This design comes from an exercise in tuning for small area, a short achievable clock period and few clock cycles on the open sky130 flow, not from production work.
The RTL was checked by simulation tests, not by an equivalence proof against the original design.
No activity file was given, so power comes from the tool's default toggle rates.

## the baseline
## mxenc
module mxenc (
    input  wire         clk,
    input  wire         rst,           
    input  wire         in_valid,
    output wire         in_ready,
    input  wire [31:0]  in_data,       
    input  wire [3:0]   in_fmt,        
    input  wire [3:0]   in_ctl,        
    output reg          out_valid,
    input  wire         out_ready,
    output reg  [7:0]   out_scale,
    output wire [255:0] out_data,
    output reg  [3:0]   out_flags,     
    output reg          out_err        
);
export LEC_CHECK = 0
export CAP_MARGIN = 20
export CORE_MARGIN = 2
export CORE_UTILIZATION = 55
export CTS_BUF_LIST = sky130_fd_sc_hd__clkbuf_8
export CTS_CLUSTER_DIAMETER = 55
export CTS_CLUSTER_SIZE = 18
export GPL_TIMING_DRIVEN = 0
export PLACE_DENSITY = 0.65
export SLEW_MARGIN = 20
export SYNTH_HIERARCHICAL = 0
create_clock -name core_clock -period 24.0 [get_ports {clk}]
standard.sh (not shown) runs the stock make flow with config.mk's settings and CLKGATE_MAP_FILE= SYNTH_SCRIPT=/design/flow/synth_recipe.tcl, a recipe that flattens the netlist after the stock synthesis.
==> flow/flow/run.sh <==
#!/bin/bash
# The standard layout, with the port buffers built from plain buffers
# (buf_2) instead of the cell buffer_ports picks by itself.
set -euo pipefail
export BUFFER_PORTS_ARGS="-buffer_cell sky130_fd_sc_hd__buf_2"
bash standard.sh > standard.log 2>&1
Testbench counts of the baseline, summed over its fixed seeds: cycles 12,576.
diff inputs: the baseline => the candidate
Settings: GPL_TIMING_DRIVEN no longer set, was 0.
==> flow/flow/run.sh <==
#!/bin/bash
# The standard layout, with the port buffers built from plain buffers
# (buf_1) instead of the cell buffer_ports picks by itself.
set -euo pipefail
export BUFFER_PORTS_ARGS="-buffer_cell sky130_fd_sc_hd__buf_1"
bash standard.sh > standard.log 2>&1
Results
The candidate went all the way through synthesis, placement and routing and the layout is clean on timing, DRC and antenna. Total number of vias (the candidate vs. the baseline) decreases slightly. Post-synthesis instance area: the candidate vs the baseline — no meaningful difference. Fmax: the candidate and the baseline compared, lower one is the candidate. In the flow results for the candidate and the baseline, the number of filler cells placed in the layout is larger on the candidate. Between the candidate and the baseline, final clock period utilization by the worst path is lower for the baseline, the candidate comes in above that. Looking at total stage count of the critical path, the candidate sits 5 higher than the baseline does. The lower sequential portion of the cell area came out of the baseline. | non-clock buffer share of cell area | the candidate vs the baseline | 2.3 points lower |.

========
## the previous run
Another version of the RTL of mxenc (not shown whole).
Size in the first run: ~320 I/O pins.
clock: 24.0 ns
lec_check: 0
cap_margin: 20
core_margin: 2
core_utilization: 55
cts_buf_list: sky130_fd_sc_hd__clkbuf_8
cts_cluster_diameter: 60
cts_cluster_size: 20
place_density: 0.65
slew_margin: 20
synth_hierarchical: 0
==> flow/flow/run.sh <==
#!/bin/bash
# The standard layout, with the port buffers built from plain buffers
# (buf_2) instead of the cell buffer_ports picks by itself.
set -euo pipefail
export BUFFER_PORTS_ARGS="-buffer_cell sky130_fd_sc_hd__buf_2"
bash standard.sh > standard.log 2>&1
Testbench counts of the previous run, summed over its fixed seeds: cycles 12,568.
--- input diff the previous run..the current run ---
Settings: changing CTS_CLUSTER_SIZE from 20 to 16; changing CTS_CLUSTER_DIAMETER from 60 to 50.
Results
- Number of fillers in the final layout of the current run falls short of that of the previous run slightly.
- Hold slack, the current run and the previous run, lower one = the previous run.
- STATUS internal power component: the current run loses against the previous run
- The current run vs the previous run — maximum vdd drop climbed by a little under 10%
- Delta (the current run minus the previous run): met2 wire length +1.6%; synthesized cell count ~0 delta; routed wire length +610 µm.
- The current run vs the previous run: arrival time reported for the critical path endpoint down

========
== job 103 ==
mxenc with an RTL version that a note above also has.
Size: about 2100 cells after synthesis, about 870 flip-flops, about 320 I/O pins, ~29000 µm² of cells after synthesis.
// mxenc
module mxenc (
    input  wire         clk,
    input  wire         rst,           
    input  wire         in_valid,
    output wire         in_ready,
    input  wire [31:0]  in_data,       
    input  wire [3:0]   in_fmt,        
    input  wire [3:0]   in_ctl,        
    output reg          out_valid,
    input  wire         out_ready,
    output reg  [7:0]   out_scale,
    output wire [255:0] out_data,
    output reg  [3:0]   out_flags,     
    output reg          out_err        
);
    reg         in_ready_r;
    assign in_ready = in_ready_r;
    wire in_fire = in_valid && in_ready_r && !rst;
    reg [31:0] i0_d;
    reg [3:0]  i0_fmt, i0_ctl;
    reg        i0_v;
    reg [4:0]  nsh;                 
    wire       i0_un = (i0_d[30:23] == 8'd0) && (i0_d[22:0] != 23'd0) && !i0_d[22];
    always @(posedge clk) begin
        if (in_fire) begin
            i0_d   <= in_data;
            i0_fmt <= in_fmt;
            i0_ctl <= in_ctl;
            nsh    <= 5'd0;
        end else if (i0_v && i0_un) begin
            i0_d[22:0] <= {i0_d[21:0], 1'b0};
            nsh        <= nsh + 5'd1;
        end
    end
  ...
export LEC_CHECK = 0
export CAP_MARGIN = 20
export CORE_MARGIN = 2
export CORE_UTILIZATION = 55
export CTS_BUF_LIST = sky130_fd_sc_hd__clkbuf_8
export CTS_CLUSTER_DIAMETER = 50
export CTS_CLUSTER_SIZE = 16
export PLACE_DENSITY = 0.65
export SLEW_MARGIN = 20
export SYNTH_HIERARCHICAL = 0
create_clock -name core_clock -period 24.0 [get_ports {clk}]
Scripts as last shown in full above: flow/flow/run.sh
Job 103 did not stop at any stage, and its layout met the timing, DRC and antenna checks.
Testbench counts of job 103, summed over its fixed seeds: cycles 12,576.
> inputs changed (job 103 -> job 102)
- PLACE_DENSITY changed from 0.65 to 0.75
- CTS_CLUSTER_DIAMETER changed from 50 to 55
- CTS_CLUSTER_SIZE changed from 16 to 18
- CORE_UTILIZATION changed from 55 to 65
### Flow results
- Number of optimization iterations in the first detailed-route pass (lower): job 103
- As far as hold buffer count at cts goes, job 103 and job 102 are indistinguishable; the numbers are identical.
- Switching component of the power was higher in the run labelled job 103.
- In terms of global-route track usage on met3, job 103 and job 102 differ only marginally.
- Summary of job 102 over job 103: die area moved down, number of placement rows dropped about 8%.

## re-timing with driven ports
How much do the figures lean on ideal ports? The routed layouts below were timed once more, with nothing changed but the port constraints. Step 1 (the two cells are an assumption about what drives the block):
set clk [get_ports {clk}]
set_driving_cell -lib_cell sky130_fd_sc_hd__clkbuf_16 $clk
set_driving_cell -lib_cell sky130_fd_sc_hd__buf_2 [delete_from_list [all_inputs] $clk]
Step 2 moves the port delays by t, midway between the first and last clock arrival at a register: inputs arrive t later, outputs are due t later. That takes back most of the time a late clock gives input paths. a / b / c = ideal ports / drivers / drivers and shift; a / b = the first two.
run | t (ns) | slack for setup (ns) | latest minus earliest clock arrival (ns) | worst data-port slew with drivers (ns) | pins driven straight from the clock port
the baseline | 0.729 | 17.799 / 17.740 / 17.376 | 0.083 / 0.082 | 0.09 | 1
the candidate | 0.763 | 17.622 / 17.646 / 16.891 | 0.054 / 0.054 | 0.08 | 1
the previous run | 0.756 | 17.809 / 17.756 / 17.497 | 0.066 / 0.066 | 0.05 | 1
the current run | 0.734 | 17.854 / 17.797 / 17.516 | 0.040 / 0.040 | 0.05 | 1
job 103 | 0.720 | 17.795 / 17.740 / 17.396 | 0.041 / 0.040 | 0.08 | 1
job 102 | 0.728 | 17.795 / 17.743 / 17.466 | 0.051 / 0.051 | 0.07 | 1
After both steps setup and hold are still met in every run listed. For the candidate, which loses most, drivers alone change the setup slack by +0.024 ns; drivers and shift together by -0.731 ns.
